From an optimization exercise on the open Yosys and OpenROAD flow, aimed at small area and few clock cycles per item; shortcuts taken in it are not production practice. Only simulation tests tie the RTL to the original design; equivalence was not proved.

==> flow/design.v <==
module krc_coder (
    input             clk,
    input             rst,           
    input             in_valid,
    output            in_ready,
    input             in_first,      
    input             in_last,       
    input             in_nb,         
    input      [1:0]  in_qsel,       
    input      [15:0] in_kinit,      
    input      [1:0]  in_col,
    input      [15:0] in_v,
    input      [15:0] in_p,
    input      [17:0] in_g,
    output reg        rec_valid,
    output reg [15:0] rec_data,
    output            out_valid,
    output     [31:0] out_data,
    output     [2:0]  out_nbytes,
    output            out_last
);
    localparam BUFW = 72;            
    reg        nb_r;
    reg [1:0]  qsel_r;
    reg [15:0] kinit_r;
    reg [5:0]  ctx_n [0:63];
    reg [21:0] ctx_b [0:63];         
    reg [BUFW-1:0] bbuf;             
    reg [6:0]      nbits;
    reg            flush;            
    wire emit_full = flush ? (nbits > 7'd32) : (nbits >= 7'd32);
    wire emit_last = flush && (nbits <= 7'd32);
    wire emit      = emit_full || emit_last;
    assign out_valid  = emit;
    assign out_data   = bbuf[BUFW-1 -: 32];
    assign out_nbytes = emit_last ? ((nbits[5:0] + 6'd7) >> 3) : 3'd4;
    assign out_last   = emit_last;
    assign in_ready = !flush && (nbits < 7'd64);
    wire take = in_valid && in_ready;
    wire        nb    = in_first ? in_nb    : nb_r;
    wire [1:0]  qsel  = in_first ? in_qsel  : qsel_r;
    wire [16:0] e17;                                     
    radd #(17) u_sub (.a({1'b0, in_v}), .b({1'b1, ~in_p}), .ci(1'b1), .s(e17), .co());
    wire        s    = nb ? e17[16] : e17[15];           
    wire [16:0] x    = e17 ^ {17{s}};
    reg  [2:0]  cadd;                                    
    always @(*) begin
        casez ({nb, s, qsel})
            4'b0???:          cadd = 3'd0;
            4'b1000, 4'b1001: cadd = 3'd1;
            4'b1010, 4'b1011: cadd = 3'd2;
            4'b1100:          cadd = 3'd0;
            4'b1101, 4'b1110: cadd = 3'b111;
            default:          cadd = 3'b110;
        endcase
    end
    wire [16:0] dvd;
    wire        dco;
    radd #(17) u_dvd (.a(x), .b({{14{cadd[2]}}, cadd}), .ci(1'b0), .s(dvd), .co(dco));
    wire        neg  = cadd[2] & ~dco;                   
    reg [16:0] q3, q5, qa;
    reg [1:0]  r3;
    reg [2:0]  r5, rem;
    reg        b;
    integer j;
    always @(*) begin
        r3 = 2'd0;
        r5 = 3'd0;
        for (j = 16; j >= 0; j = j - 1) begin
            b     = dvd[j];
            q3[j] = r3[1] | (r3[0] & b);
            r3    = {(r3[0] & ~b) | (r3[1] & b), (~r3[1] & ~r3[0] & b) | (r3[1] & ~b)};
            q5[j] = r5[2] | (r5[1] & r5[0]) | (r5[1] & b);
            r5    = {(~r5[2] & r5[1] & ~r5[0] & ~b) | (r5[2] & b),
                     (~r5[2] & ~r5[1] & r5[0]) | (r5[1] & r5[0] & b) | (r5[2] & ~b),
                     (~r5[2] & ~r5[1] & b) | (r5[1] & r5[0] & ~b) | (r5[2] & ~b)};
        end
        casez ({nb, qsel})
            3'b0??:  begin qa = dvd;               rem = 3'd0;             end
            3'b100:  begin qa = {1'b0, dvd[16:1]}; rem = {2'b0, dvd[0]};   end
            3'b101:  begin qa = q3;                rem = {1'b0, r3};       end
            3'b110:  begin qa = {2'b0, dvd[16:2]}; rem = {1'b0, dvd[1:0]}; end
            default: begin qa = q5;                rem = r5;               end
        endcase
    end
    wire [2:0]  h      = {1'b0, nb & qsel[1], nb & ~qsel[1]};
    wire [3:0]  d      = neg ? {2'b00, x[0], ~x[0]}
                       : s   ? ({1'b0, rem} - {1'b0, h}) : ({1'b0, h} - {1'b0, rem});
    wire [16:0] r17;
    wire        rco;
    radd #(17) u_rec (.a({1'b0, in_v}), .b({{13{d[3]}}, d}), .ci(1'b0), .s(r17), .co(rco));
    wire [15:0] rec_v  = (d[3] & ~rco) ? 16'd0 : r17[16] ? 16'hffff : r17[15:0];
    wire [16:0] m = {(neg ? 16'd0 : qa[15:0]), s & ~neg};
    reg [3:0] cls;
    always @(*) begin
        casez (in_g[8:0])
            9'b1????????: cls = 4'd14;
            9'b01???????: cls = {3'd6, in_g[6]};
            9'b001??????: cls = {3'd5, in_g[5]};
            9'b0001?????: cls = {3'd4, in_g[4]};
            9'b00001????: cls = {3'd3, in_g[3]};
            9'b000001???: cls = {3'd2, in_g[2]};
            9'b0000001??: cls = {3'd1, in_g[1]};
            9'b00000001?: cls = 4'd1;
            default:      cls = 4'd0;
        endcase
        if (|in_g[17:9])
            cls = 4'd15;
    end
    wire [5:0]  ctx     = {in_col, cls};
    wire [3:0]  kin_col = in_first ? in_kinit[4*in_col +: 4] : kinit_r[4*in_col +: 4];
    wire [63:0] sel;
    genvar gi, gj;
    generate
        for (gi = 0; gi < 64; gi = gi + 1) begin : SEL
            assign sel[gi] = (ctx == gi);
        end
    endgenerate
    wire [27:0] rd;
    generate
        for (gj = 0; gj < 28; gj = gj + 1) begin : RD
            wire [65:0] t;
            wire [21:0] n3;
            wire [5:0]  n4;
            for (gi = 0; gi < 66; gi = gi + 1) begin : T
                if (gi < 64)
                    assign t[gi] = sel[gi] & (gj < 6 ? ctx_n[gi][gj % 6] : ctx_b[gi][(gj - 6) % 22]);
                else
                    assign t[gi] = 1'b0;
            end
            for (gi = 0; gi < 22; gi = gi + 1) begin : G3
                assign n3[gi] = ~(t[3*gi] | t[3*gi+1] | t[3*gi+2]);
            end
            for (gi = 0; gi < 5; gi = gi + 1) begin : G4
                assign n4[gi] = ~&n3[4*gi +: 4];
            end
            assign n4[5] = ~&n3[21:20];
            assign rd[gj] = |n4;
        end
    endgenerate
    wire        ok      = (|rd[5:0]) && !in_first;
    wire [5:0]  cur_n   = ok ? rd[5:0] : 6'd1;
    wire [21:0] cur_b   = ok ? rd[27:6] : ~(22'h3fffff << kin_col);
    wire [21:0] bhi;                                     
    assign bhi[21] = cur_b[21];
    generate
        for (gi = 20; gi >= 0; gi = gi - 1) begin : BHI
            assign bhi[gi] = bhi[gi+1] | cur_b[gi];
        end
    endgenerate
    wire [15:0] kc;
    generate
        for (gi = 0; gi < 16; gi = gi + 1) begin : KCMP
            wire [6:0] ge;
            assign ge[0] = 1'b1;
            for (gj = 0; gj < 6; gj = gj + 1) begin : GE
                assign ge[gj+1] = (cur_b[gi+gj] & ~cur_n[gj]) | ((cur_b[gi+gj] | ~cur_n[gj]) & ge[gj]);
            end
            assign kc[gi] = bhi[gi+6] | ge[6];
        end
    endgenerate
    wire [4:0] k;
    assign k[4] = kc[15];
    assign k[3] = kc[7] & ~kc[15];
    assign k[2] = (kc[3] & ~kc[7]) | (kc[11] & ~kc[15]);
    assign k[1] = (kc[1] & ~kc[3]) | (kc[5] & ~kc[7]) | (kc[9] & ~kc[11]) | (kc[13] & ~kc[15]);
    assign k[0] = (kc[0] & ~kc[1]) | (kc[2] & ~kc[3]) | (kc[4] & ~kc[5]) | (kc[6] & ~kc[7]) |
                  (kc[8] & ~kc[9]) | (kc[10] & ~kc[11]) | (kc[12] & ~kc[13]) | (kc[14] & ~kc[15]);
    wire [21:0] sum_b;
    wire        sco;
    radd #(22) u_upd (.a(cur_b), .b({5'd0, m}), .ci(1'b0), .s(sum_b), .co(sco));
    wire        halve = &cur_n;
    wire [6:0]  n1    = {1'b0, cur_n} + 7'd1;              
    wire [5:0]  new_n = {n1[6] | n1[5], n1[4:0]};
    wire [21:0] new_b = halve ? {sco, sum_b[21:1]} : sum_b;
    wire [33:0] fun  = {m, 17'd0} >> k;          
    wire [16:0] u    = fun[33:17];
    wire        esc  = (|u[16:5]) || (u[4:3] == 2'b11);
    wire [16:0] tail = {17{take}} & (esc ? m : {1'b1, fun[16:1]});    
    wire [4:0]  tpos = {5{take}} & (esc ? 5'd24 : u[4:0]);            
    wire [4:0]  tlen = {5{take}} & (esc ? 5'd17 : k + 5'd1);          
    wire [6:0]      nb_sh  = emit_last ? 7'd0 : emit_full ? (nbits - 7'd32) : nbits;
    wire [BUFW-1:0] buf_sh = emit ? {bbuf[BUFW-33:0], 32'd0} : bbuf;
    wire [5:0]      pos    = nb_sh[5:0] + {1'b0, tpos};       
    wire [BUFW-1:0] ins    = {tail, {(BUFW-17){1'b0}}} >> pos;
    always @(posedge clk) begin
        if (rst) begin
            bbuf      <= {BUFW{1'b0}};
            nbits     <= 7'd0;
            flush     <= 1'b0;
            rec_valid <= 1'b0;
        end else begin
            if (emit_last)
                flush <= 1'b0;
            rec_valid <= take;
            bbuf      <= buf_sh | ins;
            nbits     <= {1'b0, pos} + {2'b0, tlen};
            if (take)
                flush <= in_last;
        end
    end
    always @(posedge clk) begin
        rec_data <= rec_v;
        if (take && in_first) begin
            nb_r    <= in_nb;
            qsel_r  <= in_qsel;
            kinit_r <= in_kinit;
        end
    end
    integer c;
    always @(posedge clk) begin
        if (take) begin
            for (c = 0; c < 64; c = c + 1) begin
                if (sel[c]) begin
                    ctx_n[c] <= new_n;
                    ctx_b[c] <= new_b;
                end else if (in_first) begin
                    ctx_n[c] <= 6'd0;
                end
            end
        end
    end
endmodule
module radd #(parameter W = 8) (
    input  [W-1:0] a,
    input  [W-1:0] b,
    input          ci,
    output [W-1:0] s,
    output         co
);
    wire [W:0] c;
    assign c[0] = ci;
    genvar i;
    generate
        for (i = 0; i < W; i = i + 1) begin : FA
            assign s[i]   = a[i] ^ b[i] ^ c[i];
            assign c[i+1] = (a[i] & b[i]) | (a[i] & c[i]) | (b[i] & c[i]);
        end
    endgenerate
    assign co = c[W];
endmodule
Settings: LEC_CHECK=0, CAP_MARGIN=20, CORE_MARGIN=2, CORE_UTILIZATION=65, PLACE_DENSITY=0.72, SLEW_MARGIN=20; clock period 60.0 ns.
standard.sh (not shown) runs the stock make flow with config.mk's settings and CLKGATE_MAP_FILE= SYNTH_SCRIPT=/design/flow/synth_recipe.tcl, a recipe that flattens the netlist after the stock synthesis.
==> flow/flow/run.sh <==
#!/bin/bash
# Own layout flow: the standard flow (standard.sh) with these changes:
#  - synthesis maps the logic with an area-oriented ABC script (synth.tcl,
#    area.abc); the registers and their names are those of the standard
#    synthesis, which runs the same Yosys passes up to technology mapping;
#  - ports are buffered with the smallest buffer;
#  - the clock tree uses clkbuf_8 leaf buffers on clusters of up to 18
#    sinks, without dummy loads.
# Each step's full output goes to its own log in this folder (the ORFS logs
# are kept under orfs/logs as usual).
set -uo pipefail
W=$PWD
F=$W/flow
CTS="-sink_clustering_enable -repair_clock_nets -dont_use_dummy_load"
CTS="$CTS -buf_list sky130_fd_sc_hd__clkbuf_8 -sink_clustering_size 18 -sink_clustering_max_diameter 60"
VARS=(SYNTH_SCRIPT=$F/synth.tcl
      "BUFFER_PORTS_ARGS=-buffer_cell sky130_fd_sc_hd__buf_1"
      "CTS_ARGS=$CTS")
bash standard.sh "${VARS[@]}" synth > $W/own_synth.log 2>&1 || exit 1
bash standard.sh "${VARS[@]}" finish > $W/own_layout.log 2>&1 || exit 1
==> flow/flow/area.abc <==
&get -n
&st
&dch
&nf -R 1000
&put
topo
stime -c
==> flow/flow/synth.tcl <==
# The standard synthesis (synth_recipe.tcl), with ABC mapping the logic by
# an area-oriented script (area.abc beside this file) instead of ORFS's.
proc synth {args} { yosys synth -nofsm -noshare {*}$args }
set own_abc_script [file join [file dirname [file normalize [info script]]] area.abc]
proc abc {args} {
  global own_abc_script
  set i [lsearch -exact $args -script]
  if { $i >= 0 } {
    set args [lreplace $args [expr { $i + 1 }] [expr { $i + 1 }] $own_abc_script]
  }
  yosys abc {*}$args
}
source $::env(SCRIPTS_DIR)/synth.tcl
# left out here: clear keep_hierarchy, flatten, clean up, hide names made inside functions, write 1_2_yosys.v
The baseline passed the timing, DRC and antenna checks.
Testbench counts at the start, summed over its fixed seeds: cycles 139,408, items 139,264.
Edit:
--- a/flow/design.v
+++ b/flow/design.v
@@ -23,6 +23,7 @@
     reg        nb_r;
     reg [1:0]  qsel_r;
     reg [15:0] kinit_r;
+    reg [5:0]  ctx0_r;               
     reg [5:0]  ctx_n [0:63];
     reg [21:0] ctx_b [0:63];         
     reg [BUFW-1:0] bbuf;             
@@ -35,8 +36,6 @@
     assign out_data   = bbuf[BUFW-1 -: 32];
     assign out_nbytes = emit_last ? ((nbits[5:0] + 6'd7) >> 3) : 3'd4;
     assign out_last   = emit_last;
-    assign in_ready = !flush && (nbits < 7'd64);
-    wire take = in_valid && in_ready;
     wire        nb    = in_first ? in_nb    : nb_r;
     wire [1:0]  qsel  = in_first ? in_qsel  : qsel_r;
     wire [16:0] e17;                                     
@@ -138,9 +137,10 @@
             assign rd[gj] = |n4;
         end
     endgenerate
-    wire        ok      = (|rd[5:0]) && !in_first;
-    wire [5:0]  cur_n   = ok ? rd[5:0] : 6'd1;
-    wire [21:0] cur_b   = ok ? rd[27:6] : ~(22'h3fffff << kin_col);
+    wire        ok      = |rd[5:0];                     
+    wire        is_ctx0 = (ctx == ctx0_r) && !in_first;
+    wire [5:0]  cur_n   = in_first ? 6'd1 : ok ? rd[5:0] : {4'd0, is_ctx0, ~is_ctx0};
+    wire [21:0] cur_b   = ((ok || is_ctx0) && !in_first) ? rd[27:6] : ~(22'h3fffff << kin_col);
     wire [21:0] bhi;                                     
     assign bhi[21] = cur_b[21];
     generate
@@ -176,6 +176,9 @@
     wire [33:0] fun  = {m, 17'd0} >> k;          
     wire [16:0] u    = fun[33:17];
     wire        esc  = (|u[16:5]) || (u[4:3] == 2'b11);
+    wire short_code = !esc && !u[4] && !k[4];
+    assign in_ready = (!flush || emit_last) && ((nbits < 7'd64) || short_code);
+    wire take = in_valid && in_ready;
     wire [16:0] tail = {17{take}} & (esc ? m : {1'b1, fun[16:1]});    
     wire [4:0]  tpos = {5{take}} & (esc ? 5'd24 : u[4:0]);            
     wire [4:0]  tlen = {5{take}} & (esc ? 5'd17 : k + 5'd1);          
@@ -202,21 +205,21 @@
     always @(posedge clk) begin
         rec_data <= rec_v;
         if (take && in_first) begin
+            ctx0_r  <= ctx;
             nb_r    <= in_nb;
             qsel_r  <= in_qsel;
             kinit_r <= in_kinit;
         end
     end
+    wire [5:0] wr_n = in_first ? 6'd0 : new_n;
     integer c;
     always @(posedge clk) begin
         if (take) begin
             for (c = 0; c < 64; c = c + 1) begin
-                if (sel[c]) begin
-                    ctx_n[c] <= new_n;
+                if (sel[c] || in_first)
+                    ctx_n[c] <= wr_n;
+                if (sel[c])
                     ctx_b[c] <= new_b;
-                end else if (in_first) begin
-                    ctx_n[c] <= 6'd0;
-                end
             end
         end
     end
Outcome: Clock skew rises by 12 ps; routed wire length falls by 2.1%; cell count falls by about 5%; design area falls by about 1.2%; clock-buffer cell count stays the same; global-route usage barely changes; non-clock buffer count rises by 6; synthesized cell count falls by about 7%; via count falls by about 5.3%.
Testbench counts after the change, summed over its fixed seeds: cycles 139,277, items 139,264.

[separate check: timing with driven ports]
Ports are ideal in the flow. The routed layouts listed here were re-timed in OpenROAD. Step 1 sets driving cells, clkbuf_16 on the clock port and buf_2 on the other inputs (assumed; they add their load-dependent delay and slew). Step 2 also shifts input and output timing later by t, the mid clock arrival at the registers, as if the neighbouring blocks saw the same clock. a / b / c = no drivers / after step 1 / after step 2; a / b = the first two.
| run | shift t [ns] | setup WS [ns] | worst data-port slew with drivers (ns) |
|---|---|---|---|
| the first run | 0.908 | 18.452 / 18.502 / 17.594 | 0.05 |
| the second run | 0.904 | 13.891 / 13.862 / 13.862 | 0.08 |
After both steps every run listed still meets setup and hold. The setup slack of the first run, which loses most, moves by +0.050 ns with the drivers and by -0.858 ns with both steps.
